This design comes from an exercise in tuning for small area, a short achievable clock period and few clock cycles per item on the open sky130 flow, not from production work. Only simulation tests tie the RTL to the original design; equivalence was not proved.

--- design/flow/standard.sh ---
#!/bin/bash
# synth_recipe.tcl (not shown) runs the flow's synth.tcl, then flattens the netlist and writes it again
# the make line also repeats each setting of config.mk as NAME=value (left out here)
make -C /OpenROAD-flow-scripts/flow DESIGN_CONFIG=/design/flow/config.mk WORK_HOME=/design/flow/orfs CLKGATE_MAP_FILE= SYNTH_SCRIPT=/design/flow/synth_recipe.tcl "${@:-finish}"
--- design/flow/config.mk ---
export PLATFORM = sky130hd
export DESIGN_NAME = fq_muldiv32
export DESIGN_NICKNAME = fq_muldiv32
export VERILOG_FILES = /design/flow/design.v
export SDC_FILE = /design/flow/constraint.sdc
export NUM_CORES = 4
export LEC_CHECK = 0
export CAP_MARGIN = 70
export CORE_MARGIN = 2
export CORE_UTILIZATION = 40
export SLEW_MARGIN = 70
--- design/flow/flow/run.sh ---
#!/bin/bash
# Standard layout, with the timing repair steps asked to leave extra setup slack.
set -euo pipefail
export SETUP_SLACK_MARGIN=9
bash standard.sh > standard_flow.log 2>&1
--- design/flow/design.v ---
module fq_muldiv32 (
    input  wire        clk,
    input  wire        rst,
    input  wire        in_valid,
    output wire        in_ready,
    input  wire [2:0]  fn,
    input  wire [31:0] a,
    input  wire [31:0] b,
    output reg         out_valid,
    output reg  [31:0] out_result
);
    reg        s_mul, s_divb, s_div, rdy, first;
    reg [32:0] X;           
    reg [33:0] Y;           
    reg [33:0] R;           
    reg [31:0] L;           
    reg [4:0]  cnt;         
    reg [2:0]  mtot;        
    reg        hi;          
    reg        want_rem, dsgn, dneg;
    reg        o_mul, o_div, o_hi, o_rem, o_neg;
    reg [2:0]  o_mtot;
    assign in_ready = rdy;
    wire accept = in_valid & rdy;
    wire last   = (cnt == 5'd1);
    wire a_sx = (fn == 3'd0) | (fn == 3'd1) | (fn == 3'd3);
    wire b_sx = (fn == 3'd0) | (fn == 3'd1);
    wire e_a  = a_sx & a[31];
    wire e_b  = b_sx & b[31];
    wire f1 = (b[31:7]  == {25{e_b}});
    wire f2 = (b[31:15] == {17{e_b}});
    wire f3 = (b[31:23] == {9{e_b}});
    wire f4 = (b[31] == e_b);
    wire g1 = (a[31:7]  == {25{e_a}});
    wire g2 = (a[31:15] == {17{e_a}});
    wire swap = ~fn[2] & ((g1 & ~f1) | (g2 & ~f2));
    wire [2:0] m_in = swap ? (g1 ? 3'd1 : 3'd2) :
                      f1 ? 3'd1 : f2 ? 3'd2 : f3 ? 3'd3 : f4 ? 3'd4 : 3'd5;
    wire [32:0] mx_in = swap ? {e_b, b} : {e_a, a};
    wire [32:0] my_in = swap ? {e_a, a} : {e_b, b};
    wire [31:0] a1 = a ^ {32{~fn[0] & a[31]}};
    wire [31:0] b1 = b ^ {32{~fn[0] & b[31]}};
    wire bz_in = (b == 32'd0);
    wire fq_in = bz_in |
                 ((a1[31:3]  == 29'd0) & (b1[31:4]  != 28'd0)) |
                 ((a1[31:7]  == 25'd0) & (b1[31:8]  != 24'd0)) |
                 ((a1[31:11] == 21'd0) & (b1[31:12] != 20'd0)) |
                 ((a1[31:15] == 17'd0) & (b1[31:16] != 16'd0)) |
                 ((a1[31:19] == 13'd0) & (b1[31:20] != 12'd0)) |
                 ((a1[31:23] == 9'd0)  & (b1[31:24] != 8'd0))  |
                 ((a1[31:27] == 5'd0)  & (b1[31:28] != 4'd0));
    reg  [3:0] bneg, bone, btwo;
    wire [8:0] yd_n = accept ? {my_in[7:0], 1'b0} : Y[16:8];
    reg  [3:0] bneg_n, bone_n, btwo_n;
    integer k;
    always @(*) begin
        for (k = 0; k < 4; k = k + 1) begin
            bone_n[k] = yd_n[2*k+1] ^ yd_n[2*k];
            btwo_n[k] = (yd_n[2*k+2] ^ yd_n[2*k+1]) & ~(yd_n[2*k+1] ^ yd_n[2*k]);
            bneg_n[k] = yd_n[2*k+2] & ~(yd_n[2*k+1] & yd_n[2*k]);
        end
    end
    wire [33:0] ppx [0:3];
    genvar j;
    generate
        for (j = 0; j < 4; j = j + 1) begin : g_booth
            wire [33:0] sel = ({34{bone[j]}} & {X[32], X}) | ({34{btwo[j]}} & {X, 1'b0});
            assign ppx[j] = sel ^ {34{bneg[j]}};
        end
    endgenerate
    wire [33:0] acc = first ? 34'd0 : R;
    wire [41:0] sum = {{8{acc[33]}}, acc}
                    + {{8{ppx[0][33]}}, ppx[0]}
                    + {{6{ppx[1][33]}}, ppx[1], 2'b0}
                    + {{4{ppx[2][33]}}, ppx[2], 4'b0}
                    + {{2{ppx[3][33]}}, ppx[3], 6'b0}
                    + {35'd0, bneg[3], 1'b0, bneg[2], 1'b0, bneg[1], 1'b0, bneg[0]};
    function [5:0] clz32(input [31:0] v);
        reg [1:0] c2 [0:15];
        reg [2:0] c4 [0:7];
        reg [3:0] c8 [0:3];
        reg [4:0] c16 [0:1];
        reg [15:0] z2;
        reg [7:0] z4;
        reg [3:0] z8;
        reg [1:0] z16;
        integer i;
        begin
            for (i = 0; i < 16; i = i + 1) begin
                z2[i] = ~(v[2*i+1] | v[2*i]);
                c2[i] = {1'b0, ~v[2*i+1]};
            end
            for (i = 0; i < 8; i = i + 1) begin
                z4[i] = z2[2*i+1] & z2[2*i];
                c4[i] = z2[2*i+1] ? {2'b01, c2[2*i][0]} : {1'b0, c2[2*i+1]};
            end
            for (i = 0; i < 4; i = i + 1) begin
                z8[i] = z4[2*i+1] & z4[2*i];
                c8[i] = z4[2*i+1] ? {2'b01, c4[2*i][1:0]} : {1'b0, c4[2*i+1]};
            end
            for (i = 0; i < 2; i = i + 1) begin
                z16[i] = z8[2*i+1] & z8[2*i];
                c16[i] = z8[2*i+1] ? {2'b01, c8[2*i][2:0]} : {1'b0, c8[2*i+1]};
            end
            if (z16[1] & z16[0])
                clz32 = 6'd32;
            else
                clz32 = z16[1] ? {2'b01, c16[0][3:0]} : {1'b0, c16[1]};
        end
    endfunction
    wire [31:0] da = X[31:0];
    wire [31:0] db = Y[32:1];
    wire        an = dsgn & da[31];
    wire        bn = dsgn & db[31];
    wire [31:0] aa = an ? (~da + 32'd1) : da;
    wire [31:0] ab = bn ? (~db + 32'd1) : db;
    wire [5:0]  lza = clz32(da ^ {32{an}});
    wire [5:0]  lzb = clz32(db ^ {32{bn}});
    wire        bz  = (db == 32'd0);
    wire [6:0]  tsh = 7'd31 + {1'b0, lza} - {6'd0, an} - {1'b0, lzb};    
    wire        fin = bz | (tsh[6:5] == 2'b01);   
    wire [4:0]  sh  = tsh[6] ? 5'd0 : {tsh[4:1], 1'b0};
    wire [63:0] ash = {32'd0, aa} << sh;
    wire [4:0]  kdiv = 5'd16 - {1'b0, sh[4:1]};
    wire [31:0] d   = X[31:0];
    wire [32:0] rs1 = {R[31:0], L[31]};
    wire [33:0] t1  = {1'b0, rs1} - {2'b0, d};
    wire        q1  = ~t1[33];
    wire [31:0] r1  = q1 ? t1[31:0] : rs1[31:0];
    wire [32:0] rs2 = {r1, L[30]};
    wire [33:0] t2  = {1'b0, rs2} - {2'b0, d};
    wire        q2  = ~t2[33];
    wire [31:0] r2  = q2 ? t2[31:0] : rs2[31:0];
    reg [31:0] mul_res;
    always @(*) begin
        if (!o_hi) begin
            case (o_mtot)
                3'd1:    mul_res = {R[23:0], L[31:24]};
                3'd2:    mul_res = {R[15:0], L[31:16]};
                3'd3:    mul_res = {R[7:0], L[31:8]};
                default: mul_res = L;
            endcase
        end else begin
            case (o_mtot)
                3'd1:    mul_res = {{22{R[33]}}, R[33:24]};
                3'd2:    mul_res = {{14{R[33]}}, R[33:16]};
                3'd3:    mul_res = {{6{R[33]}}, R[33:8]};
                3'd4:    mul_res = R[31:0];
                default: mul_res = {R[23:0], L[31:24]};
            endcase
        end
    end
    wire [31:0] dv      = o_rem ? R[31:0] : L;
    wire [31:0] div_res = o_neg ? (~dv + 32'd1) : dv;
    always @(posedge clk) begin
        if (rst) begin
            s_mul     <= 1'b0;
            s_divb    <= 1'b0;
            s_div     <= 1'b0;
            rdy       <= 1'b1;
            o_mul     <= 1'b0;
            o_div     <= 1'b0;
            out_valid <= 1'b0;
        end else begin
            out_valid <= o_mul | o_div;
            o_mul     <= s_mul & last;
            o_div     <= (s_div & last) | (s_divb & fin);
            if (s_mul & last)  s_mul  <= 1'b0;
            if (s_divb)        s_divb <= 1'b0;
            if (s_divb & !fin) s_div  <= 1'b1;
            if (s_div & last)  s_div  <= 1'b0;
            if (accept) begin
                s_mul  <= ~fn[2];
                s_divb <= fn[2];
            end
            if (accept)
                rdy <= fn[2] ? fq_in : (m_in == 3'd1);
            else if ((s_mul | s_div) & !last)
                rdy <= (cnt == 5'd2);
            else if (s_divb)
                rdy <= fin | (kdiv == 5'd1);
            else
                rdy <= 1'b1;
        end
    end
    always @(posedge clk) begin
        out_result <= o_mul ? mul_res : div_res;
        if (s_mul & last) begin
            o_mtot <= mtot;
            o_hi   <= hi;
        end
        if ((s_div & last) | s_divb) begin
            o_rem <= want_rem;
            o_neg <= s_divb ? (want_rem ? an : (an ^ bn) & !bz) : dneg;
        end
        first <= accept;
        Y     <= accept ? {my_in, 1'b0} : {{8{Y[33]}}, Y[33:8]};
        bneg  <= bneg_n;
        bone  <= bone_n;
        btwo  <= btwo_n;
        if (accept) begin
            X        <= mx_in;
            cnt      <= {2'b00, m_in};
            mtot     <= m_in;
            hi       <= (fn[1:0] != 2'd0);
            want_rem <= fn[1];
            dsgn     <= ~fn[0];
        end else if (s_mul) begin
            cnt <= cnt - 5'd1;
        end else if (s_divb) begin
            X    <= {1'b0, ab};
            cnt  <= kdiv;
            dneg <= want_rem ? an : (an ^ bn);
        end else if (s_div) begin
            cnt <= cnt - 5'd1;
        end
        if (s_mul) begin
            R <= sum[41:8];
            L <= {sum[7:0], L[31:8]};
        end else if (s_divb) begin
            R <= {2'b00, fin ? aa : ash[63:32]};
            L <= fin ? {32{bz}} : ash[31:0];
        end else begin
            R <= {2'b00, r2};
            L <= {L[29:0], q1, q2};
        end
    end
endmodule
--- design/flow/constraint.sdc ---
create_clock -name core_clock -period 15.0 [get_ports {clk}]
set_input_delay 3.0000 -clock core_clock [delete_from_list [all_inputs] [get_ports {clk}]]
set_output_delay 3.0000 -clock core_clock [all_outputs]
set_load 0.01 [all_outputs]
==> metrics.md, run 1 <==
| Metric | Value |
|---|---|
| Hold WC Path Type | reg2reg |
| RSZ-0062 raised after global routing | yes |
| Post-synthesis async set-or-reset flop share | 0% |
| Shortest period the worst path allows | 6030 ps |
| Clock tree from TritonCTS | built |
| # Max-Cap Violations | 0 |
| I/O pin count | 104 |
| Die Width | 272 um |
| Num CTS Buffers | 28 |
| Number of register bits inferred by synthesis | 202 |
| Antenna violations before repair | 3 |
| Cell at the root of the clock tree | clkbuf_16 |
| Cell count after synthesis | 3794 |
| Final Max Tran Viols | 0 |
| Mapped Avg Cell Area | 7.55 um2 |
| Reg2Reg Capture Point | R[5] |
| Maximum fanout encountered on the critical timing path | 7 |
| Clock Latency Late Sink | 590 ps |
| Worst Max-Slew Pin Slew | 600 ps |
| Fmax | 0.166 GHz |
| Starting Density | 40.2% |
| Worst slew margin relative to its limit | 59.7% |
| Die height | 272 um |
| Fraction of the cycle the final worst path needs | 40.2% |
| Endpoint with the worst hold slack | out_valid |
| Number of H-tree branching levels | 1 |
| WL final | 126 mm |
| Final TNS setup | 0 ps |
| Most common cell in the netlist | nor2_1 |
| Vias in the first global route | 28500 |
| Post-synth top area share | 10.6% |
| Largest net degree at the start of global routing | 68 |
| Number of library cell types mapped by synthesis | 88 |
| Drt initial violations | 3952 |
| Via count of the routed design | 31000 |
| Synthesized netlist net count | 4145 |
| Number of buffers on the longest clock path | 3 |
| Hold-fix buffers at CTS | 0 |
| Sequential element share of the synthesized area | 15.9% |
| Register-to-register path setup slack | 8970 ps |
| Biggest area contributors in the synthesized netlist | dfxtp_1, xnor2_1, fa_1, ha_1, mux2i_1 |
| Drc violations | 0 |
| Number of clock sinks | 202 |
| Layout overhead on the synthesized area | 22.5% |
| Number of nets in the finished design | 4243 |
| Yosys warnings | 9 |
| Category of the worst setup path launch point | flip-flop |
| Count of port buffers added during placement | 103 |
| Top cell type by total area after synthesis | dfxtp_1 |
| Launch instance of the worst min-delay path | o_div |
| Synth Flop Type | dfxtp_1 |
| Run status | complete, no violations |
| Placeable core area | 71200 um2 |
| Worst hold stages | 2 |
| Critical Path AT | 6500 ps |
| Number of enable-type register cells in the synthesized netlist | 50 |
| Final Hold Fails | 0 |
| Proportion of layout cells with a drive suffix above 1 | 18.2% |
| Reg2reg path depth | 24 |
| Top cells by instance count after synthesis | nor2_1, a21oi_1, nand2_1 |
| Number of fillers in the final layout | 6837 |
| RD Place Congestion | 1.07 |
| Global-route wire length before repair | 183 mm |
| CP endpoint kind | flip-flop |
| Post-detailed-route via-to-cell ratio | 6.36 |
| Post-DP HPWL | 92.5 mm |
| DR WL/cell | 25.9 um |
| Antenna Nets Post-Route | 0 |
| Post-synth design cell area | 28600 um2 |
| Start-to-end type of the worst setup path | reg2reg |
| Clk_skew | 21.9 ps |
| Worst reg2reg startpoint | X[20] |
| Die outline area | 73800 um2 |
| Detailed-routing iteration count for the pre-antenna-repair pass | 9 |
| All-Layer GR Usage | 32.3% |
| Number of placement rows | 98 |
| Final core area utilization | 49.2% |
| Aggregate global routing overflow | 0 |
| CTS clock-pin slew for the worst setup and hold paths | 60 ps |
| Worst path required time | 15460 ps |
| Setup-failing EPs final | 0 |
[sequential cells by signal, summed over array words and instances (netlist names), 4 cells and up]
name	count
R	34
X	33
Y	33
L	32
out_result	32
cnt	5
bneg	4
bone	4
btwo	4
[cell usage in the layout (no fill, tap or decap), types with 46 or more instances in the layout]
cell,Yosys,routed
clkdlybuf4s50_1,0,101
mux2_2,56,48
dfxtp_1,152,112
edfxtp_1,50,50
buf_4,0,159
nand3_1,63,60
a21o_1,47,46
fa_1,112,109
nor3_1,67,62
inv_1,273,247
nor2b_1,56,52
xor2_1,50,49
o21ai_0,269,234
a21oi_1,301,282
nand2_1,277,260
mux2i_1,164,147
a22oi_1,148,147
nor2_1,321,298
ha_1,169,133
xnor2_1,267,248
[metrics by stage]
stage | cell area [um2] | setup WS [ps] | hold slack [ps] | std cells
3_3_place_gp | 30300 | 6440 | 491 | 4616
3_5_place_dp | 31400 | 7720 | 498 | 4678
5_1_grt | 35100 | 8840 | 533 | 4864
4_1_cts | 33400 | 9000 | 518 | 4797
2_1_floorplan | 28700 | 9020 | 400 | 3794
6_report | 35100 | 8970 | 492 | 4866
[worst max-delay path, cell delays in order (launching register included)]
cell      delay [ps]
edfxtp_1         420
buf_4            170
or4_4            540
o22ai_4          250
o21ai_1          110
and4_1           230
a21oi_2          140
o21ai_0          100
a31oi_1          270
ha_1             290
inv_2             70
ha_4             200
ha_4             160
fa_2             510
nor4bb_4         170
a31o_2           230
a211o_4          360
buf_12           170
buf_6            120
mux2i_2          150
mux2_4           310
mux2_4           310
a221oi_4         380
a22o_1           190
a31oi_1           40
[cells by family (layout without fill, tap and decap cells)]
family	after synthesis	count (layout)	synth area share, %
simple gates	1006	1008	16.6
other cells	0	2	0
mux	221	221	8.01
buf+inv	577	695	7.72
flops	202	202	15.9
xor+xnor	317	317	9.69
compound gates	1190	1190	26.9
fa+ha+maj	281	281	15.2
[how the worst max path moves through the flow]
stage,startpoint,to
finish,X[20],R[5]
detailed placement,dsgn,R[18]
floorplan,X[2],R[7]
global route,X[4],L[31]
global placement,X[31],R[16]
CTS,X[22],R[10]
[layout make-up]
type | count | area [um2] | share of cell area, %
Tap cell | 950 | 1190 | 3.39
Inverter | 275 | 1130 | 3.21
Multi-Input combinational cell | 3017 | 23700 | 67.6
Clock buffer | 38 | 790 | 2.25
Antenna cell | 2 | 5.00 | 0.0143
Timing Repair Buffer | 368 | 3540 | 10.1
Clock inverter | 14 | 114 | 0.325
Sequential cell | 202 | 4610 | 13.1
[what timing repair did]
item	in CTS	in global routing
gates resized for setup	109	182
pin swaps	21	62
cloned	6	6
setup endpoints to repair	70	71
setup buffers	61	55
endpoints found under the hold margin	0	0
[layer usage]
layer  global-route usage, %  vias up  routed length [um]
met5                       0        -                   0
met4                    18.9        0                9240
met3                    7.14      477               12800
met2                    50.1     1995               54800
met1                    41.1    14700               49100
li1                        -    13800                   -
Testbench counts, summed over its fixed seeds: cycles 39,819, items 12,000.
==> run 2: changes to the inputs <==
==> design/flow/flow/run.sh (replaced) <==
#!/bin/bash
# Standard layout, with the timing repair steps asked to leave extra setup slack.
set -euo pipefail
export SETUP_SLACK_MARGIN=${MARGIN:-8.5}
bash standard.sh > standard_flow.log 2>&1
==> metrics.md, run 2 <==
| Metric | Value |
|---|---|
| Num CTS Buffers | 28 (unchanged) |
| Antenna Nets Post-Route | 0 (unchanged) |
| Layout overhead on the synthesized area | 16.2% |
| Hold-fix buffers at CTS | 0 (unchanged) |
| RSZ-0062 raised after global routing | no |
| Cell count after synthesis | 3794 (unchanged) |
| Top cell type by total area after synthesis | dfxtp_1 |
| Worst hold slack after final layout | 458 ps (-34.2 ps) |
| Setup-failing EPs final | 0 (unchanged) |
| Final Max Tran Viols | 0 (unchanged) |
| Drt initial violations | 3625 (-8.3%) |
| RD Place Congestion | 1.04 (-2.2%) |
| Number of placement rows | 98 (unchanged) |
| Shortest period the worst path allows | 6330 ps (+304 ps) |
| Largest net degree at the start of global routing | 74 (+8.8%) |
| Slowest cell delay on critical path | 620 ps (+80 ps) |
| Cell at the root of the clock tree | clkbuf_16 |
| Antenna violations before repair | 3 (unchanged) |
| # Max-Cap Violations | 0 (unchanged) |
| Post-synth top area share | 10.6% (unchanged) |
| Most common cell in the netlist | nor2_1 |
| Final TNS setup | 0 ps (unchanged) |
| Drc violations | 0 (unchanged) |
| Maximum fanout encountered on the critical timing path | 19 (+12) |
| Number of nets in the finished design | 4150 (-2.2%) |
| Post-DP HPWL | 93.2 mm (+0.69%) |
| Post-detailed-route via-to-cell ratio | 6.29 (-1.2%) |
| Final Hold Fails | 0 (unchanged) |
| Top cells by instance count after synthesis | nor2_1, a21oi_1, nand2_1 |
| Detailed-routing iteration count for the pre-antenna-repair pass | 6 (-3) |
| Synthesized netlist net count | 4145 (unchanged) |
| Clock tree from TritonCTS | built |
| Die height | 272 um (unchanged) |
| Worst Max-Slew Pin Slew | 491 ps (-109 ps) |
| Category of the worst setup path launch point | flip-flop |
| Proportion of layout cells with a drive suffix above 1 | 12.7% (-5.5 points) |
| Standard cell with the maximum stage delay on the critical path | or4_4 |
| Number of clock sinks | 202 (unchanged) |
| Number of enable-type register cells in the synthesized netlist | 50 (unchanged) |
| Registers with the most flip-flops | R: 34 flops, X: 33 flops, Y: 33 flops |
| Number of H-tree branching levels | 1 (unchanged) |
| Sequential element share of the synthesized area | 15.9% (unchanged) |
| Vias in the first global route | 28000 (-1.5%) |
| Run status | complete, no violations |
| Starting Density | 40.2% (unchanged) |
| Buf/Inv on CP | 3 (-1) |
| WL final | 121 mm (-3.6%) |
| Most frequent standard cell in the layout excluding fill and tap cells | nor2_1 |
| Number of buffers on the longest clock path | 3 (unchanged) |
| I/O pin count | 104 (unchanged) |
| Worst path required time | 15470 ps (about the same) |
| Start-to-end type of the worst setup path | reg2reg |
| Count of port buffers added during placement | 103 (unchanged) |
| CP endpoint kind | flip-flop |
| Top library cells by usage in the layout, fill and taps aside | nor2_1, a21oi_1, nand2_1, inv_1, xnor2_1 |
| Cells along the critical path | or4_4 > o22ai_4 > nand2_2 > nor3_4 > o21ai_0 > o22ai_1 > ha_1 > a221o_1 > a211oi_2 > ha_2 > fa_2 > nor4bb_1 > a31o_2 > a211o_1 > buf_12 > inv_6 > nor2_1 > a32oi_1 > o21ai_1 > mux2_2 > a221oi_1 > buf_1 > a22o_1 > a31oi_1 |
| Via count of the routed design | 30000 (-3.1%) |
| Biggest area contributors in the synthesized netlist | dfxtp_1, xnor2_1, fa_1, ha_1, mux2i_1 |
| Critical Path AT | 6810 ps (+310 ps) |
| Synth Flop Type | dfxtp_1 |
| Yosys warnings | 9 (unchanged) |
| Hold WC Path Type | reg2reg |
| Number of register bits inferred by synthesis | 202 (unchanged) |
| PnR worst setup slack | 8670 ps (-304 ps) |
| DR WL/cell | 25.5 um (-1.7%) |
| Post-synth design cell area | 28600 um2 (unchanged) |
| Post-synthesis async set-or-reset flop share | 0% (unchanged) |
| Fmax | 0.158 GHz (-4.8%) |
| Worst slew margin relative to its limit | 67.1% (+7.3 points) |
| All-Layer GR Usage | 31.7% (-0.52 points) |
| CTS clock-pin slew for the worst setup and hold paths | 60 ps (about the same) |
| Die outline area | 73800 um2 (unchanged) |
| Reg with most FFs | R |
| Family of cells with the greatest summed delay on the critical path | compound AO/OA/AOI/OAI gates |
| Aggregate global routing overflow | 0 (unchanged) |
| Die Width | 272 um (unchanged) |
| Worst setup slack before clock tree synthesis | 7610 ps (-105 ps) |
| Mapped Avg Cell Area | 7.55 um2 (unchanged) |
| Clk_skew | 36.0 ps (+14.1 ps) |
| Global-route wire length before repair | 180 mm (-1.6%) |
| Area after DPL | 31500 um2 (+0.40%) |
| Layout Cell Area excl Fill | 33300 um2 (-5.1%) |
| Number of library cell types mapped by synthesis | 88 (unchanged) |
| Fraction of the cycle the final worst path needs | 42.2% (+2.0 points) |
| Placeable core area | 71200 um2 (unchanged) |
| Clock Latency Late Sink | 610 ps (+20 ps) |
| Largest register FFs | 34 (unchanged) |
## run 2: cell counts after synthesis
Identical to the previous run, type by type.
## run 2: final cells by class
class	instances	area, um2
inverter	275	1080
timing repair buffer	277	2690
multi-input combinational	3015	22800
fill	7107	38000
clock buffer	38	800
clock inverter	14	148
sequential	202	4600
tap	950	1190
antenna	1	2.50
## run 2: logic make-up after synthesis
logic type	count (synthesis)	synth area share, %
AO/OA/AOI/OAI	1190	26.9
buffers and inverters	577	7.72
adder cells (fa/ha/maj)	281	15.2
multiplexers	221	8.01
flip-flops	202	15.9
XOR/XNOR	317	9.69
AND/OR/NAND/NOR	1006	16.6
## run 2: worst min-delay path: cells and delay by family, from the launching register on
family           cells  cell delay (ps)
flip-flops           1              310
AND/OR/NAND/NOR      2              120
## run 2: what timing repair did
item,in CTS,in global routing
endpoints found under the setup margin,61,51
setup buffers,12,10
gates resized for setup,31,43
cloned,0,2
pin swaps,1,8
## run 2: worst paths after layout
path | slack, ps | startpoint | end | cells past startpoint
max | 8670 | Y[28] | R[18] | 24
min | 460 | o_div | out_valid | 2
max reg2reg | 8670 | Y[28] | R[18] | 24
min reg2reg | 460 | o_div | out_valid | 2
## run 2: stage by stage
stage                     cells  utilization, %
final                      4772            46.7
after global routing       4771            46.7
after CTS                  4749            45.9
after detailed placement   4685            44.3
after global placement     4623            42.6
after floorplan            3794               -
## run 2: per-layer routing
metal	part of all wire, %	track usage (%)	wire length (um)	vias to the layer above
met1	40	41.3	49100	14300
li1	-	-	-	13600
met2	44	50.1	53500	1705
met4	6.8	17.5	8210	2
met5	0.011	0	13	-
met3	8.8	5.25	10700	353
==> run 3: changes to the inputs <==
==> design/flow/flow/run.sh (replaced) <==
#!/bin/bash
# Standard layout, with Yosys's own Brent-Kung carry-lookahead for adders
# (no Kogge-Stone extra map) and the timing repair steps asked to leave
# extra setup slack.
set -euo pipefail
export SYNTH_OPERATIONS_ARGS=-no-rw-check
export SETUP_SLACK_MARGIN=9
bash standard.sh > standard_flow.log 2>&1
==> metrics.md, run 3 <==
| Metric | Value |
|---|---|
| Detailed-routing iteration count for the pre-antenna-repair pass | 8 (+2) |
| Number of buffers on the longest clock path | 3 (unchanged) |
| Worst reg2reg startpoint | dsgn |
| Die height | 268 um (-1.4%) |
| Clock Latency Late Sink | 590 ps (-20 ps) |
| Post-synthesis async set-or-reset flop share | 0% (unchanged) |
| Yosys warnings | 9 (unchanged) |
| Drt initial violations | 3059 (-16%) |
| Worst hold slack after final layout | 422 ps (-35.4 ps) |
| Met3 routed WL | 8.78 mm (-18%) |
| Number of H-tree branching levels | 1 (unchanged) |
| Adder-cell share of the synthesized area | 21.1% (+5.9 points) |
| Hold WC Path Type | reg2reg |
| Cell at the root of the clock tree | clkbuf_16 |
| Number of clock sinks | 202 (unchanged) |
| Post-Synth Simple-Gate Area | 14.3% (-2.3 points) |
| Proportion of layout cells with a drive suffix above 1 | 18.4% (+5.7 points) |
| Reg2Reg Capture Point | R[12] |
| Synthesized netlist net count | 3908 (-5.7%) |
| Die outline area | 71700 um2 (-2.7%) |
| Endpoint with the worst hold slack | o_mtot[0] |
| Hold-fix buffers at CTS | 0 (unchanged) |
| Top cells by instance count after synthesis | nor2_1, inv_1, nand2_1 |
| Count of port buffers added during placement | 103 (unchanged) |
| Largest family of logic cells by synthesized area | compound AO/OA/AOI/OAI gates |
| Multiplexer area fraction after synthesis | 10.3% (+2.3 points) |
| Worst setup path start | dsgn |
| Most common cell in the netlist | nor2_1 |
| Mapped Avg Cell Area | 8.04 um2 (+6.5%) |
| Worst path required time | 15470 ps (about the same) |
| Worst hold stages | 0 (-2) |
| DR WL/cell | 23.9 um (-5.9%) |
| Shortest period the worst path allows | 5950 ps (-381 ps) |
| RSZ-0062 raised after global routing | yes |
| Compound-Gate Fraction of Synth Area | 22.3% (-4.6 points) |
| WL final | 109 mm (-11%) |
| Final Max Tran Viols | 0 (unchanged) |
| RD Place Congestion | 1.01 (-3.5%) |
| Final TNS setup | 0 ps (unchanged) |
| Die Width | 268 um (-1.4%) |
| Worst slew margin relative to its limit | 62.2% (-4.8 points) |
| Global-route wire length before repair | 160 mm (-11%) |
| Vias in the first global route | 25900 (-7.7%) |
| Diode insertion count for antenna repair | 0 (-1) |
| Met1 Wirelength | 43.3 mm (-12%) |
| Final Hold Fails | 0 (unchanged) |
| Drc violations | 0 (unchanged) |
| Placeable core area | 68700 um2 (-3.6%) |
| Most frequent standard cell in the layout excluding fill and tap cells | nor2_1 |
| Fmax | 0.168 GHz (+6.4%) |
| Antenna Nets Post-Route | 0 (unchanged) |
| Post-synth top area share | 11.6% (+0.95 points) |
| Final core area utilization | 49.9% (+3.2 points) |
| All-Layer GR Usage | 28.9% (-2.8 points) |
| Post-detailed-route via-to-cell ratio | 6.10 (-2.9%) |
| Num CTS Buffers | 26 (-7.1%) |
| Cell count after synthesis | 3464 (-8.7%) |
| Largest register FFs | 34 (unchanged) |
| Top cell type by total area after synthesis | fa_1 |
| Synth Flop Type | dfxtp_1 |
| Top library cells by usage in the layout, fill and taps aside | nor2_1, inv_1, nand2_1, ha_1, xnor2_1 |
| Sequential element share of the synthesized area | 16.3% (+0.45 points) |
| # Max-Cap Violations | 0 (unchanged) |
| I/O pin count | 104 (unchanged) |
| Worst Max-Slew Pin Slew | 556 ps (+65.1 ps) |
| Clk_skew | 25.4 ps (-10.6 ps) |
| Number of register bits inferred by synthesis | 202 (unchanged) |
| Number of enable-type register cells in the synthesized netlist | 50 (unchanged) |
| Number of placement rows | 96 (-2.0%) |
| Register-to-register path setup slack | 9050 ps (+380 ps) |
| Critical Path AT | 6420 ps (-390 ps) |
| Number of nets in the finished design | 4027 (-3.0%) |
| Start-to-end type of the worst setup path | reg2reg |
| Starting Density | 40.5% (+0.33 points) |
| Reg2reg path depth | 25 (+4.2%) |
| CP endpoint kind | flip-flop |
| Maximum fanout encountered on the critical timing path | 17 (-2) |
| Layout overhead on the synthesized area | 23.1% |
| Antenna violations before repair | 0 (-3) |
| Setup-failing EPs final | 0 (unchanged) |
| CTS clock-pin slew for the worst setup and hold paths | 70 ps (about the same) |
| Registers with the most flip-flops | R: 34 flops, X: 33 flops, Y: 33 flops |
| Highest metal used | met4 |
| Aggregate global routing overflow | 0 (unchanged) |
| Largest net degree at the start of global routing | 67 (-9.5%) |
| Post-DP HPWL | 80.6 mm (-14%) |
| Fraction of the cycle the final worst path needs | 39.7% (-2.5 points) |
| Post-synth design cell area | 27800 um2 (-2.8%) |
| Launch instance of the worst min-delay path | mtot[0] |
| Category of the worst setup path launch point | flip-flop |
| Clock tree from TritonCTS | built |
| Reg with most FFs | R |
| Via count of the routed design | 27700 (-7.8%) |
| Met2 wirelength from detailed routing | 49.5 mm (-7.4%) |
| Run status | complete, no violations |
| Number of library cell types mapped by synthesis | 84 (-4.5%) |
| Share of the synthesized netlist area taken by xor and xnor gates | 7.83% (-1.9 points) |
| Biggest area contributors in the synthesized netlist | fa_1, dfxtp_1, ha_1, mux2i_1, xnor2_1 |
==> run 3: changes by cell type after synthesis, moves of 18 or more <==
cell and delta:
o21ai_0 -71, nor2_1 -31, nor3_1 -26, mux2i_1 +46
o32ai_1 -18, clkbuf_1 -54, a211oi_1 +19, xnor2_1 -63
a21oi_1 -107, ha_1 +44, fa_1 +49, buf_2 +21
==> run 3: worst max path at each step <==
stage / endpoint / slack [ps]
6_report: R[12] / 9050
5_1_grt: R[0] / 8910
4_1_cts: R[30] / 9000
3_5_place_dp: R[9] / 7860
3_3_place_gp: R[2] / 7510
2_1_floorplan: R[31] / 9350
==> run 3: logic make-up after synthesis <==
| family | after synthesis |
|---|---|
| AOI/OAI and AO/OA | 945 |
| and+or+nand+nor | 862 |
| buffers and inverters | 558 |
| adders and majority gates | 374 |
| xor gates and xnor gates | 249 |
| DFF | 202 |
| muxes | 274 |
==> run 3: layout make-up <==
class	count	area, um2
Clock buffer	34	774
Sequential cell	202	4630
Multi-Input combinational cell	2706	22700
Inverter	288	1170
Timing Repair Buffer	359	3730
Fill cell	6604	34400
Tap cell	931	1160
Clock inverter	13	143
==> run 3: repair_timing <==
action / in CTS / in global routing
setup endpoints to repair: 71 / 75
hold endpoints to repair: 0 / 0
buffers inserted: 36 / 65
gates resized for setup: 89 / 207
pin swaps: 20 / 86
gates cloned: 4 / 10
==> run 3: through the flow <==
| stage | setup WS [ps] | instances | cell area, um2 |
|---|---|---|---|
| after floorplan | 9350 | 3464 | 27800 |
| after global placement | 7510 | 4283 | 29400 |
| after detailed placement | 7860 | 4363 | 30700 |
| after CTS | 9000 | 4450 | 32400 |
| after global routing | 8910 | 4533 | 34300 |
| final | 9050 | 4533 | 34300 |
==> run 3: per-layer routing <==
layer	vias up	track usage [%]
li1	12600	-
met1	13300	36.8
met4	0	14.4
met5	-	0
met2	1430	47.9
met3	367	4.25
==> run 3: critical path: stages, from the launching register on <==
cell	delay, ps
edfxtp_1	510
buf_6	170
and2_4	160
buf_12	160
nand2_1	90
nor2_1	60
a31oi_2	220
o2111ai_1	150
a21boi_1	220
o21ai_2	100
a221oi_2	270
o221a_2	320
ha_4	150
inv_1	40
ha_1	350
ha_4	240
a211o_1	290
a2111o_1	520
nand4_4	250
clkbuf_16	220
mux4_2	360
a221o_1	370
o211ai_1	140
a21oi_1	210
o21ai_1	160
o21ai_0	90
==> run 4: changes to the inputs <==
--- a/design/flow/flow/run.sh
+++ b/design/flow/flow/run.sh
@@ -6,3 +6,3 @@
 export SYNTH_OPERATIONS_ARGS=-no-rw-check
-export SETUP_SLACK_MARGIN=9
+export SETUP_SLACK_MARGIN=9.5
 bash standard.sh > standard_flow.log 2>&1
--- a/design/flow/config.mk
+++ b/design/flow/config.mk
@@ -9,3 +9,3 @@
 export CORE_MARGIN = 2
-export CORE_UTILIZATION = 40
+export CORE_UTILIZATION = 55
 export SLEW_MARGIN = 70
==> metrics.md, run 4 <==
| Metric | Value |
|---|---|
| Worst setup path start | X[7] |
| Largest net degree at the start of global routing | 64 (-4.5%) |
| Clock tree from TritonCTS | built |
| Top cell type by total area after synthesis | fa_1 |
| Detailed-routing iteration count for the pre-antenna-repair pass | 8 (unchanged) |
| Worst Setup EP | R[27] |
| # Max-Cap Violations | 0 (unchanged) |
| Post-synth top area share | 11.6% (unchanged) |
| Final TNS setup | 0 ps (unchanged) |
| Aggregate global routing overflow | 0 (unchanged) |
| Fraction of the cycle the final worst path needs | 39.2% (-0.46 points) |
| Proportion of layout cells with a drive suffix above 1 | 25.7% (+7.3 points) |
| Reg with most FFs | R |
| Compound-Gate Fraction of Synth Area | 22.3% (unchanged) |
| Top cells by instance count after synthesis | nor2_1, inv_1, nand2_1 |
| Biggest area contributors in the synthesized netlist | fa_1, dfxtp_1, ha_1, mux2i_1, xnor2_1 |
| Yosys warnings | 9 (unchanged) |
| Die Width | 229 um (-15%) |
| Setup-failing EPs final | 0 (unchanged) |
| Category of the worst setup path launch point | flip-flop |
| Post-synth design cell area | 27800 um2 (unchanged) |
| Area of the multi-input gates | 24100 um2 (+6.3%) |
| Slowest cell delay on critical path | 420 ps (-100 ps) |
| Post-synthesis async set-or-reset flop share | 0% (unchanged) |
| Die height | 229 um (-15%) |
| Antenna Nets Post-Route | 0 (unchanged) |
| Largest register FFs | 34 (unchanged) |
| Clk_skew | 20.4 ps (-5.03 ps) |
| Hold WC Path Type | reg2reg |
| Top library cells by usage in the layout, fill and taps aside | nor2_1, inv_1, nand2_1, buf_4, xnor2_1 |
| CTS clock-pin slew for the worst setup and hold paths | 60 ps (about the same) |
| Multiplexer area fraction after synthesis | 10.3% (unchanged) |
| Number of buffers on the longest clock path | 3 (unchanged) |
| Number of placement rows | 82 (-15%) |
| Sequential element share of the synthesized area | 16.3% (unchanged) |
| Post-DP HPWL | 84.4 mm (+4.7%) |
| Final Max Tran Viols | 0 (unchanged) |
| Starting Density | 55.6% (+15 points) |
| Clock Latency Late Sink | 580 ps (about the same) |
| Worst reg2reg startpoint | X[7] |
| Worst slew margin relative to its limit | 62.9% (+0.71 points) |
| CP endpoint kind | flip-flop |
| Vias in the first global route | 28500 (+10%) |
| Share of the synthesized netlist area taken by xor and xnor gates | 7.83% (unchanged) |
| Largest family of logic cells by synthesized area | compound AO/OA/AOI/OAI gates |
| Run status | complete, no violations |
| Fmax | 0.170 GHz (+1.2%) |
| Number of enable-type register cells in the synthesized netlist | 50 (unchanged) |
| Launch instance of the worst min-delay path | mtot[0] |
| Synth Flop Type | dfxtp_1 |
| Worst setup slack before clock tree synthesis | 8210 ps (+350 ps) |
| Layout overhead on the synthesized area | 30.8% |
| Number of register bits inferred by synthesis | 202 (unchanged) |
| Post-detailed-route via-to-cell ratio | 6.77 (+11%) |
| Antenna violations before repair | 4 (+4) |
| Cell at the root of the clock tree | clkbuf_16 |
| Register Area | 4610 um2 (-0.27%) |
| Register-to-register path setup slack | 9120 ps (+70 ps) |
| Start-to-end type of the worst setup path | reg2reg |
| Registers with the most flip-flops | R: 34 flops, X: 33 flops, Y: 33 flops |
| Number of library cell types mapped by synthesis | 84 (unchanged) |
| WL final | 120 mm (+11%) |
| Drt initial violations | 3840 (+26%) |
| Adder-cell share of the synthesized area | 21.1% (unchanged) |
| Cell count after synthesis | 3464 (unchanged) |
| Placeable core area | 50100 um2 (-27%) |
| Number of H-tree branching levels | 1 (unchanged) |
| Most frequent standard cell in the layout excluding fill and tap cells | nor2_1 |
| Reg2Reg Capture Point | R[27] |
| Number of clock sinks | 202 (unchanged) |
| Most common cell in the netlist | nor2_1 |
| All-Layer GR Usage | 43.4% (+14 points) |
| Hold-fix buffers at CTS | 0 (unchanged) |
| DR WL/cell | 27.5 um (+15%) |
| RD Place Congestion | 1.04 (+3.2%) |
| Critical Path Most Common Cell | buf_6 |
| Global-route wire length before repair | 175 mm (+9.4%) |
| Mapped Avg Cell Area | 8.04 um2 (unchanged) |
| Shortest period the worst path allows | 5880 ps (-69.3 ps) |
| Post-Synth Simple-Gate Area | 14.3% (unchanged) |
| Number of nets in the finished design | 4123 (+2.4%) |
| Count of port buffers added during placement | 103 (unchanged) |
| I/O pin count | 104 (unchanged) |
| Critical Path AT | 6320 ps (-100 ps) |
| Worst Max-Slew Pin Slew | 549 ps (-6.85 ps) |
| Reg2reg path depth | 26 (+4.0%) |
| RSZ-0062 raised after global routing | yes |
| Synthesized netlist net count | 3908 (unchanged) |
| Via count of the routed design | 29600 (+7.0%) |
| PnR worst setup slack | 9120 ps (+69.3 ps) |
| Maximum fanout encountered on the critical timing path | 6 (-11) |
| Die outline area | 52500 um2 (-27%) |
| Number of fillers in the final layout | 3815 (-42%) |
| Num CTS Buffers | 25 (-3.8%) |
| Drc violations | 0 (unchanged) |
| Final Hold Fails | 0 (unchanged) |
| Standard cell with the maximum stage delay on the critical path | edfxtp_1 |
| Worst path required time | 15440 ps (-30 ps) |
-- run 4: changes by cell type in the layout (fill, tap and decap cells not counted), sizes merged, moves of 2 or more --
cell / delta
bufbuf: +6
clkdlybuf4s50: -4
buf: +94
clkinvlp: +15
inv: -16
bufinv: +2
diode: +5
mux2: +2
clkbuf: -4
-- run 4: kinds of logic (layout without fill, tap and decap cells) --
family | after synthesis | count (layout)
AND/OR/NAND/NOR | 862 | 862
adder cells (fa/ha/maj) | 374 | 374
other | 0 | 5
buffers and inverters | 558 | 786
XOR/XNOR | 249 | 249
multiplexers | 274 | 278
flip-flops | 202 | 202
AO/OA/AOI/OAI | 945 | 945
-- run 4: how the worst min path moves through the flow --
stage / end / slack (ps) / depth (start not counted)
floorplan: o_hi / 400 / 0
global placement: o_mtot[0] / 410 / 0
detailed placement: o_mtot[0] / 410 / 0
CTS: o_mtot[0] / 420 / 0
global route: o_mtot[0] / 430 / 0
finish: o_mtot[0] / 420 / 0
-- run 4: stage by stage --
| stage | instance area [um2] | utilization (%) | cells | hold slack [ps] |
|---|---|---|---|---|
| floorplan | 27900 | - | 3464 | 400 |
| global placement | 29100 | 58.2 | 4028 | 410 |
| detailed placement | 30100 | 60.1 | 4089 | 408 |
| CTS | 34100 | 68.0 | 4286 | 422 |
| global route | 36400 | 72.7 | 4368 | 428 |
| finish | 36400 | 72.8 | 4373 | 424 |
-- run 4: final cells by class --
type,instances,area share (%)
flip-flops and latches,202,12.7
multi-input cells,2708,66.2
diodes,5,0.0343
repair buffers,454,13.1
clock inverters,13,0.501
well taps,672,2.31
clock buffers,31,1.83
inverters,288,3.33
-- run 4: routing by layer --
layer	global-route usage [%]	vias to the layer above	share of wire (%)
met2	68.8	2101	44
met1	53.0	14100	35
li1	-	12800	-
met3	10.1	597	12
met5	0	-	0.0091
met4	28.2	2	8.3
-- run 4: repair_timing --
item	4_1_cts	5_1_grt
pin swaps	92	126
setup buffers	137	75
setup endpoints to repair	132	101
cloned	16	4
resized for setup	347	298
-- run 4: critical path: cells and delay by family, from the launching register on --
family / cells / cell delay (ps)
fa+ha+maj: 3 / 960
xor+xnor: 1 / 160
flops: 1 / 420
compound gates: 10 / 1940
buf+inv: 7 / 1060
simple gates: 3 / 500
mux: 2 / 680
==> run 5: changes to the inputs <==
--- a/design/flow/flow/run.sh
+++ b/design/flow/flow/run.sh
@@ -6,3 +6,3 @@
 export SYNTH_OPERATIONS_ARGS=-no-rw-check
-export SETUP_SLACK_MARGIN=9.5
+export SETUP_SLACK_MARGIN=8.5
 bash standard.sh > standard_flow.log 2>&1
==> metrics.md, run 5 <==
| Metric | Value |
|---|---|
| Sequential element share of the synthesized area | 16.3% (unchanged) |
| All-Layer GR Usage | 39.8% (-3.6 points) |
| Mapped Avg Cell Area | 8.04 um2 (unchanged) |
| Aggregate global routing overflow | 0 (unchanged) |
| Hold WC Path Type | reg2reg |
| Worst reg2reg startpoint | X[1] |
| Top library cells by usage in the layout, fill and taps aside | nor2_1, inv_1, nand2_1, ha_1, xnor2_1 |
| Top cells by instance count after synthesis | nor2_1, inv_1, nand2_1 |
| RD Place Congestion | 1.05 (+1.3%) |
| Num CTS Buffers | 26 (+4.0%) |
| Setup-failing EPs final | 0 (unchanged) |
| Starting Density | 55.6% (unchanged) |
| Number of H-tree branching levels | 1 (unchanged) |
| Compound-Gate Fraction of Synth Area | 22.3% (unchanged) |
| Clk_skew | 23.0 ps (+2.67 ps) |
| Multiplexer area fraction after synthesis | 10.3% (unchanged) |
| Adder-cell share of the synthesized area | 21.1% (unchanged) |
| Synth Flop Type | dfxtp_1 |
| Drt initial violations | 3613 (-5.9%) |
| Post-synthesis async set-or-reset flop share | 0% (unchanged) |
| I/O pin count | 104 (unchanged) |
| Number of enable-type register cells in the synthesized netlist | 50 (unchanged) |
| Worst path required time | 15430 ps (about the same) |
| Category of the worst setup path launch point | flip-flop |
| Number of register bits inferred by synthesis | 202 (unchanged) |
| Final Hold Fails | 0 (unchanged) |
| Die height | 229 um (unchanged) |
| Most frequent standard cell in the layout excluding fill and tap cells | nor2_1 |
| Die outline area | 52500 um2 (unchanged) |
| Worst slew margin relative to its limit | 48.7% (-14 points) |
| Run status | complete, no violations |
| CP endpoint kind | flip-flop |
| Share of the synthesized netlist area taken by xor and xnor gates | 7.83% (unchanged) |
| Largest register FFs | 34 (unchanged) |
| Placeable core area | 50100 um2 (unchanged) |
| Clock tree from TritonCTS | built |
| Vias in the first global route | 27100 (-5.1%) |
| Final cell count without fillers | 4153 (-5.0%) |
| Number of nets in the finished design | 3905 (-5.3%) |
| Most common cell in the netlist | nor2_1 |
| Cell count after synthesis | 3464 (unchanged) |
| Post-Synth Simple-Gate Area | 14.3% (unchanged) |
| Die Width | 229 um (unchanged) |
| Yosys warnings | 9 (unchanged) |
| Cell at the root of the clock tree | clkbuf_16 |
| Drc violations | 0 (unchanged) |
| Register-to-register path setup slack | 8610 ps (-500 ps) |
| Reg with most FFs | R |
| Post-DP HPWL | 82.4 mm (-2.3%) |
| Detailed-routing iteration count for the pre-antenna-repair pass | 9 (+1) |
| Post-detailed-route via-to-cell ratio | 6.69 (-1.2%) |
| Layout overhead on the synthesized area | 13.3% |
| Placed cell count | 4089 (unchanged) |
| Number of placement rows | 82 (unchanged) |
| Post-synth top area share | 11.6% (unchanged) |
| Fraction of the cycle the final worst path needs | 42.6% (+3.4 points) |
| CTS clock-pin slew for the worst setup and hold paths | 60 ps (about the same) |
| Largest net degree at the start of global routing | 67 (+4.7%) |
| Fmax | 0.157 GHz (-7.9%) |
| Final TNS setup | 0 ps (unchanged) |
| Post-synth design cell area | 27800 um2 (unchanged) |
| Layout Cell Area excl Fill | 31500 um2 (-13%) |
| Number of buffers on the longest clock path | 3 (unchanged) |
| Worst setup path start | X[1] |
| Biggest area contributors in the synthesized netlist | fa_1, dfxtp_1, ha_1, mux2i_1, xnor2_1 |
| Number of fillers in the final layout | 4519 (+18%) |
| # Max-Cap Violations | 0 (unchanged) |
| Launch instance of the worst min-delay path | mtot[0] |
| RSZ-0062 raised after global routing | yes |
| Worst setup slack before clock tree synthesis | 8300 ps (+82.7 ps) |
| Critical Path AT | 6820 ps (+500 ps) |
| PnR worst setup slack | 8610 ps (-503 ps) |
| Antenna Nets Post-Route | 0 (unchanged) |
| Via count of the routed design | 27800 (-6.2%) |
| Worst Max-Slew Pin Slew | 750 ps (+201 ps) |
| Final Max Tran Viols | 0 (unchanged) |
| Top cell type by total area after synthesis | fa_1 |
| Shortest period the worst path allows | 6390 ps (+503 ps) |
| Number of library cell types mapped by synthesis | 84 (unchanged) |
| Maximum fanout encountered on the critical timing path | 9 (+3) |
| Count of port buffers added during placement | 103 (unchanged) |
| Antenna violations before repair | 0 (-4) |
| DR WL/cell | 25.7 um (-6.6%) |
| Global-route wire length before repair | 163 mm (-6.9%) |
| Clock Latency Late Sink | 580 ps (about the same) |
| Proportion of layout cells with a drive suffix above 1 | 12.2% (-13 points) |
| WL final | 107 mm (-11%) |
| Start-to-end type of the worst setup path | reg2reg |
| Largest family of logic cells by synthesized area | compound AO/OA/AOI/OAI gates |
| Number of clock sinks | 202 (unchanged) |
| Registers with the most flip-flops | R: 34 flops, X: 33 flops, Y: 33 flops |
| Synthesized netlist net count | 3908 (unchanged) |
| Area after DPL | 30200 um2 (+0.46%) |
| Diode insertion count for antenna repair | 0 (-5) |
-- run 5: logic make-up after synthesis --
family          count (synthesis)
xor+xnor                      249
simple gates                  862
fa+ha+maj                     374
compound gates                945
buf+inv                       558
flops                         202
mux                           274
-- run 5: cell type report --
class / instances / area [um2] / area share (%)
Sequential cell: 202 / 4610 / 14.6
Tap cell: 672 / 841 / 2.67
Clock buffer: 36 / 772 / 2.45
Inverter: 288 / 1110 / 3.53
Clock inverter: 12 / 131 / 0.417
Timing Repair Buffer: 239 / 2230 / 7.06
Multi-Input combinational cell: 2704 / 21800 / 69.3
-- run 5: timing repair --
item                                    CTS  global route
cloned                                    0             1
resized for setup                         3            35
pin swaps                                 0             5
endpoints found under the setup margin   20            67
setup buffers                             1            10
hold buffers                              0             0
hold endpoints to repair                  0             0
-- run 5: worst paths after layout --
kind | to | cells after the start
worst max-delay path | R[31] | 27
worst min-delay path | o_mtot[0] | 0
worst max register to register | R[31] | 27
worst min register to register | o_mtot[0] | 0
-- run 5: metal layers --
| metal | track usage [%] | vias to the layer above | wire, um |
|---|---|---|---|
| met1 | 50.7 | 13300 | 40300 |
| met2 | 63.7 | 1743 | 48000 |
| met4 | 22.7 | 0 | 7450 |
| met3 | 7.15 | 436 | 11000 |
| met5 | 0 | - | 0 |
| li1 | - | 12300 | - |
-- run 5: metrics by stage --
stage	hold WS, ps	utilization, %
finish	446	63.0
global route	456	63.0
CTS	446	62.2
detailed placement	432	60.4
global placement	429	58.1
floorplan	400	-
-- run 5: critical path, stage by stage, from the launching register on --
cell and delay (ps):
edfxtp_1 460, buf_4 230, clkinvlp_4 140, fa_1 480, a211oi_2 280, o21ai_2 130
o21ai_0 220, o211a_2 310, nor2_1 70, nor2_1 160, nor2b_1 80, o21ai_0 160
nand2b_1 90, fa_1 380, xnor2_1 150, mux2i_2 260, ha_1 320, and4_1 260
a221oi_1 380, nand3_2 230, inv_1 90, o21ai_0 150, a21o_1 210, a21o_1 180
fa_1 400, xor2_1 150, mux2i_1 160, o21ai_0 90
==> run 6: changes to the inputs <==
--- a/design/flow/flow/run.sh
+++ b/design/flow/flow/run.sh
@@ -6,3 +6,3 @@
 export SYNTH_OPERATIONS_ARGS=-no-rw-check
-export SETUP_SLACK_MARGIN=8.5
+export SETUP_SLACK_MARGIN=9
 bash standard.sh > standard_flow.log 2>&1
--- a/design/flow/config.mk
+++ b/design/flow/config.mk
@@ -9,3 +9,3 @@
 export CORE_MARGIN = 2
-export CORE_UTILIZATION = 55
+export CORE_UTILIZATION = 60
 export SLEW_MARGIN = 70
==> metrics.md, run 6 <==
| Metric | Value |
|---|---|
| Run status | complete, no violations |
| Number of H-tree branching levels | 1 (unchanged) |
| Worst slew margin relative to its limit | 60.6% (+12 points) |
| Via count of the routed design | 28700 (+3.4%) |
| Most common cell in the netlist | nor2_1 |
| Registers with the most flip-flops | R: 34 flops, X: 33 flops, Y: 33 flops |
| Number of placement rows | 78 (-4.9%) |
| Clock tree from TritonCTS | built |
| Reg with most FFs | R |
| Sequential element share of the synthesized area | 16.3% (unchanged) |
| Maximum fanout encountered on the critical timing path | 14 (+5) |
| Most frequent standard cell in the layout excluding fill and tap cells | nor2_1 |
| Largest family of logic cells by synthesized area | compound AO/OA/AOI/OAI gates |
| Clock Latency Late Sink | 580 ps (about the same) |
| Number of nets in the finished design | 3987 (+2.1%) |
| Top cells by instance count after synthesis | nor2_1, inv_1, nand2_1 |
| Number of enable-type register cells in the synthesized netlist | 50 (unchanged) |
| Number of library cell types mapped by synthesis | 84 (unchanged) |
| Detailed-routing iteration count for the pre-antenna-repair pass | 10 (+1) |
| Final Hold Fails | 0 (unchanged) |
| Antenna violations before repair | 4 (+4) |
| Synth Flop Type | dfxtp_1 |
| Critical Path AT | 6460 ps (-360 ps) |
| Final Max Tran Viols | 0 (unchanged) |
| WL final | 110 mm (+3.0%) |
| Synthesized netlist net count | 3908 (unchanged) |
| Cell at the root of the clock tree | clkbuf_16 |
| I/O pin count | 104 (unchanged) |
| CP endpoint kind | flip-flop |
| Worst path required time | 15500 ps (+70 ps) |
| Start-to-end type of the worst setup path | reg2reg |
| Top cell type by total area after synthesis | fa_1 |
| Number of clock sinks | 202 (unchanged) |
| Hold-fix buffers at CTS | 0 (unchanged) |
| Final TNS setup | 0 ps (unchanged) |
| Die Width | 219 um (-4.2%) |
| Setup-failing EPs final | 0 (unchanged) |
| Proportion of layout cells with a drive suffix above 1 | 17.3% (+5.1 points) |
| Worst Max-Slew Pin Slew | 586 ps (-163 ps) |
| Cell count after synthesis | 3464 (unchanged) |
| Final core area utilization | 72.9% (+9.9 points) |
| Category of the worst setup path launch point | flip-flop |
| Antenna Nets Post-Route | 0 (unchanged) |
| Adder-cell share of the synthesized area | 21.1% (unchanged) |
| Layout Cell Area excl Fill | 33200 um2 (+5.3%) |
| Post-DP HPWL | 81.1 mm (-1.6%) |
| Post-synth design cell area | 27800 um2 (unchanged) |
| Placeable core area | 45600 um2 (-9.0%) |
| Fmax | 0.168 GHz (+7.2%) |
| Global-route wire length before repair | 159 mm (-2.0%) |
| Post-synthesis async set-or-reset flop share | 0% (unchanged) |
| Shortest period the worst path allows | 5960 ps (-430 ps) |
| Number of register bits inferred by synthesis | 202 (unchanged) |
| Post-detailed-route via-to-cell ratio | 6.90 (+3.1%) |
| Post-Synth Simple-Gate Area | 14.3% (unchanged) |
| Share of the synthesized netlist area taken by xor and xnor gates | 7.83% (unchanged) |
| Starting Density | 61.1% (+5.5 points) |
| Multiplexer area fraction after synthesis | 10.3% (unchanged) |
| Hold WC Path Type | reg2reg |
| Drt initial violations | 4406 (+22%) |
| Post-synth top area share | 11.6% (unchanged) |
| Biggest area contributors in the synthesized netlist | fa_1, dfxtp_1, ha_1, mux2i_1, xnor2_1 |
| DR WL/cell | 26.4 um (+2.7%) |
| # Max-Cap Violations | 0 (unchanged) |
| Largest net degree at the start of global routing | 71 (+6.0%) |
| Yosys warnings | 9 (unchanged) |
| Vias in the first global route | 27100 (+0.070%) |
| Number of buffers on the longest clock path | 3 (unchanged) |
| Fraction of the cycle the final worst path needs | 39.7% (-2.9 points) |
| Count of port buffers added during placement | 103 (unchanged) |
| RD Place Congestion | 1.11 (+5.3%) |
| CTS clock-pin slew for the worst setup and hold paths | 60 ps (about the same) |
| All-Layer GR Usage | 43.1% (+3.3 points) |
| Mapped Avg Cell Area | 8.04 um2 (unchanged) |
| Aggregate global routing overflow | 0 (unchanged) |
| Drc violations | 0 (unchanged) |
| Largest register FFs | 34 (unchanged) |
| Clk_skew | 37.4 ps (+14.4 ps) |
| Layout overhead on the synthesized area | 19.3% |
| RSZ-0062 raised after global routing | yes |
| Num CTS Buffers | 25 (-3.8%) |
| Die outline area | 48200 um2 (-8.2%) |
| Die height | 219 um (-4.2%) |
| Compound-Gate Fraction of Synth Area | 22.3% (unchanged) |
| Area after DPL | 30000 um2 (-0.66%) |
| Top library cells by usage in the layout, fill and taps aside | nor2_1, inv_1, nand2_1, ha_1, xnor2_1 |
run 6: cell counts after synthesis:
No cell type changed its count.
run 6: layout make-up:
cell class	count	area, um2
diodes	2	5.00
clock buffers	35	766
clock inverters	11	123
fillers	3503	12400
inverters	288	1190
multi-input cells	2706	22500
flip-flops and latches	202	4610
well taps	600	751
repair buffers	320	3240
run 6: logic make-up (layout without fill, tap and decap cells):
| logic type | count (synthesis) | in the layout |
|---|---|---|
| buffers and inverters | 558 | 654 |
| other | 0 | 2 |
| adder cells (fa/ha/maj) | 374 | 374 |
| AO/OA/AOI/OAI | 945 | 945 |
| multiplexers | 274 | 276 |
| XOR/XNOR | 249 | 249 |
| AND/OR/NAND/NOR | 862 | 862 |
| flip-flops | 202 | 202 |
run 6: timing repair:
action,in CTS,in global routing
gates resized for setup,61,179
setup buffers,16,75
gates cloned,3,11
endpoints found under the setup margin,76,75
pin swaps,14,40
run 6: metrics by stage:
step | hold slack (ps) | worst slack [ps] | instances
6_report | 430 | 9040 | 4164
5_1_grt | 445 | 8920 | 4164
4_1_cts | 431 | 8950 | 4072
3_5_place_dp | 416 | 7930 | 4007
3_3_place_gp | 409 | 7410 | 3955
2_1_floorplan | 400 | 9350 | 3464
run 6: routing by layer:
layer | routed length, um | global-route usage [%] | vias up
li1 | - | - | 12500
met5 | 200 | 0 | -
met4 | 9640 | 30.7 | 8
met1 | 39000 | 52.4 | 13600
met2 | 47900 | 67.2 | 2075
met3 | 13100 | 10.1 | 555
run 6: critical path: stages, from the launching register on:
cell	delay, ps
edfxtp_1	340
buf_4	280
inv_1	210
ha_1	380
nand2_1	90
nor4_1	270
o21ai_1	110
o211a_2	210
o21a_1	270
a21oi_4	190
buf_12	150
clkbuf_16	160
mux2_2	360
ha_1	350
and2_1	210
a221oi_2	400
a21o_1	190
nand2_1	50
a21o_1	220
a21o_1	220
a21o_1	200
a21oi_2	160
fa_1	440
mux2_2	280
a21oi_1	110
run 6: worst paths after layout:
path / from / endpoint / slack [ps] / depth (start not counted)
setup / recovery: X[11] / R[22] / 9040 / 24
hold / removal: mtot[0] / o_mtot[0] / 430 / 0
setup reg to reg: X[11] / R[22] / 9040 / 24
hold reg to reg: mtot[0] / o_mtot[0] / 430 / 0
==> run 7: changes to the inputs <==
--- a/design/flow/config.mk
+++ b/design/flow/config.mk
@@ -9,3 +9,3 @@
 export CORE_MARGIN = 2
-export CORE_UTILIZATION = 60
+export CORE_UTILIZATION = 55
 export SLEW_MARGIN = 70
==> metrics.md, run 7 <==
| Metric | Value |
|---|---|
| Post-synth top area share | 11.6% (unchanged) |
| Top cell type by total area after synthesis | fa_1 |
| Number of H-tree branching levels | 1 (unchanged) |
| Detailed-routing iteration count for the pre-antenna-repair pass | 7 (-3) |
| Clock Latency Late Sink | 580 ps (about the same) |
| Antenna Nets Post-Route | 0 (unchanged) |
| Final TNS setup | 0 ps (unchanged) |
| Run status | complete, no violations |
| Proportion of layout cells with a drive suffix above 1 | 16.4% (-0.92 points) |
| Largest register FFs | 34 (unchanged) |
| Cell at the root of the clock tree | clkbuf_16 |
| Count of port buffers added during placement | 103 (unchanged) |
| Die outline area | 52500 um2 (+8.9%) |
| RD Place Congestion | 1.05 (-5.0%) |
| Critical Path Most Common Cell | buf_4 |
| Number of register bits inferred by synthesis | 202 (unchanged) |
| Number of buffers on the longest clock path | 3 (unchanged) |
| CTS clock-pin slew for the worst setup and hold paths | 60 ps (about the same) |
| Setup-failing EPs final | 0 (unchanged) |
| Starting Density | 55.6% (-5.5 points) |
| Number of enable-type register cells in the synthesized netlist | 50 (unchanged) |
| Slowest cell delay on critical path | 510 ps (+70 ps) |
| Post-synth design cell area | 27800 um2 (unchanged) |
| Synth Flop Type | dfxtp_1 |
| Sequential element share of the synthesized area | 16.3% (unchanged) |
| Clock tree from TritonCTS | built |
| Synthesized netlist net count | 3908 (unchanged) |
| Number of library cell types mapped by synthesis | 84 (unchanged) |
| Yosys warnings | 9 (unchanged) |
| Final Max Tran Viols | 0 (unchanged) |
| Hold WC Path Type | reg2reg |
| Cell count after synthesis | 3464 (unchanged) |
| Final core area utilization | 65.7% (-7.2 points) |
| Biggest area contributors in the synthesized netlist | fa_1, dfxtp_1, ha_1, mux2i_1, xnor2_1 |
| RSZ-0062 raised after global routing | yes |
| Maximum fanout encountered on the critical timing path | 11 (-3) |
| Number of fillers in the final layout | 4381 (+25%) |
| Fraction of the cycle the final worst path needs | 39.4% (-0.32 points) |
| Layout overhead on the synthesized area | 18.1% |
| Vias in the first global route | 27400 (+1.1%) |
| Fmax | 0.169 GHz (+0.82%) |
| Reg with most FFs | R |
| Critical Path AT | 6350 ps (-110 ps) |
| Mapped Avg Cell Area | 8.04 um2 (unchanged) |
| Num CTS Buffers | 26 (+4.0%) |
| Global-route wire length before repair | 165 mm (+3.4%) |
-- run 7: cell counts after synthesis --
Identical to the previous run, type by type.
-- run 7: worst paths after layout --
| path | from | end | slack, ps | cells after the start |
|---|---|---|---|---|
| worst min-delay path | mtot[0] | o_mtot[0] | 450 | 0 |
| worst min register to register | mtot[0] | o_mtot[0] | 450 | 0 |
| worst max-delay path | X[1] | R[5] | 9090 | 27 |
| worst max register to register | X[1] | R[5] | 9090 | 27 |
-- run 7: final cells by class --
cell class / instances / area share [%]
multi-input cells: 2707 / 68.2
inverters: 288 / 3.54
flip-flops and latches: 202 / 14.0
well taps: 672 / 2.56
clock buffers: 36 / 2.35
diodes: 1 / 0.00761
repair buffers: 298 / 8.90
clock inverters: 12 / 0.399
-- run 7: what timing repair did --
| item | CTS | global route |
|---|---|---|
| gates resized for setup | 50 | 167 |
| setup buffers | 20 | 45 |
| cloned | 4 | 6 |
| endpoints found under the setup margin | 70 | 73 |
| pin swaps | 10 | 32 |
| hold endpoints to repair | 0 | 0 |
-- run 7: critical path: cells and delay by family (launching register included) --
family | cells | cell delay (ps)
compound gates | 12 | 2300
fa+ha+maj | 2 | 650
buf+inv | 9 | 1370
flops | 1 | 510
mux | 3 | 770
simple gates | 1 | 150
-- run 7: per-layer routing --
metal | GRT usage [%] | vias up | wire length [um]
met4 | 23.9 | 0 | 8110
li1 | - | 12400 | -
met2 | 64.4 | 1838 | 49300
met3 | 7.26 | 500 | 11700
met1 | 51.4 | 13500 | 41000
met5 | 0 | - | 0
-- run 7: logic make-up (layout without fill, tap and decap cells) --
| kind of cell | count (synthesis) | after routing | share of synthesized area (%) |
|---|---|---|---|
| mux | 274 | 277 | 10.3 |
| xor+xnor | 249 | 249 | 7.83 |
| compound gates | 945 | 945 | 22.3 |
| simple gates | 862 | 862 | 14.3 |
| buf+inv | 558 | 634 | 7.84 |
| flops | 202 | 202 | 16.3 |
| other cells | 0 | 1 | 0 |
| fa+ha+maj | 374 | 374 | 21.1 |
-- run 7: metrics by stage --
| stage | setup slack, ps | hold WS (ps) | cells | area, um2 |
|---|---|---|---|---|
| floorplan | 9350 | 400 | 3464 | 27800 |
| global placement | 7570 | 429 | 4027 | 29100 |
| detailed placement | 8300 | 432 | 4089 | 30200 |
| CTS | 9000 | 446 | 4161 | 31600 |
| global route | 8920 | 456 | 4215 | 32900 |
| finish | 9090 | 445 | 4216 | 32900 |

[port drivers added, routing unchanged]
The flow's constraints put no driver on any port. The routed layouts listed below were extracted and timed again, unchanged, in two steps. Step 1 sets driving cells, clkbuf_16 on the clock port and buf_2 on the other inputs (assumed; they add their load-dependent delay and slew). Step 2 times the ports against the registers' clock, not the clock port: input delays grow and output delays shrink by t, the midpoint of the rising clock arrivals with the driver on. a / b / c = ideal ports / drivers / drivers and shift; a / b = the first two.
run	t, ns	setup slack, ns	slew at the worst register clock pin (ns)	worst slew at a driven data input, ns	cell pins on the clock port's net
run 1	0.648	8.969 / 8.969 / 8.664	0.07 / 0.07	0.07	1
run 2	0.653	8.665 / 8.665 / 8.162	0.07 / 0.07	0.05	1
run 3	0.648	9.047 / 9.047 / 8.525	0.07 / 0.07	0.05	1
run 4	0.631	9.116 / 9.116 / 8.922	0.07 / 0.07	0.04	1
run 5	0.627	8.613 / 8.613 / 8.487	0.08 / 0.08	0.04	1
run 6	0.623	9.043 / 9.043 / 8.591	0.07 / 0.07	0.04	1
run 7	0.630	9.091 / 9.091 / 8.645	0.08 / 0.08	0.04	1
After both steps every run listed still meets setup and hold. The setup slack of run 3, which loses most, moves by 0.000 ns with the drivers and by -0.522 ns with both steps.
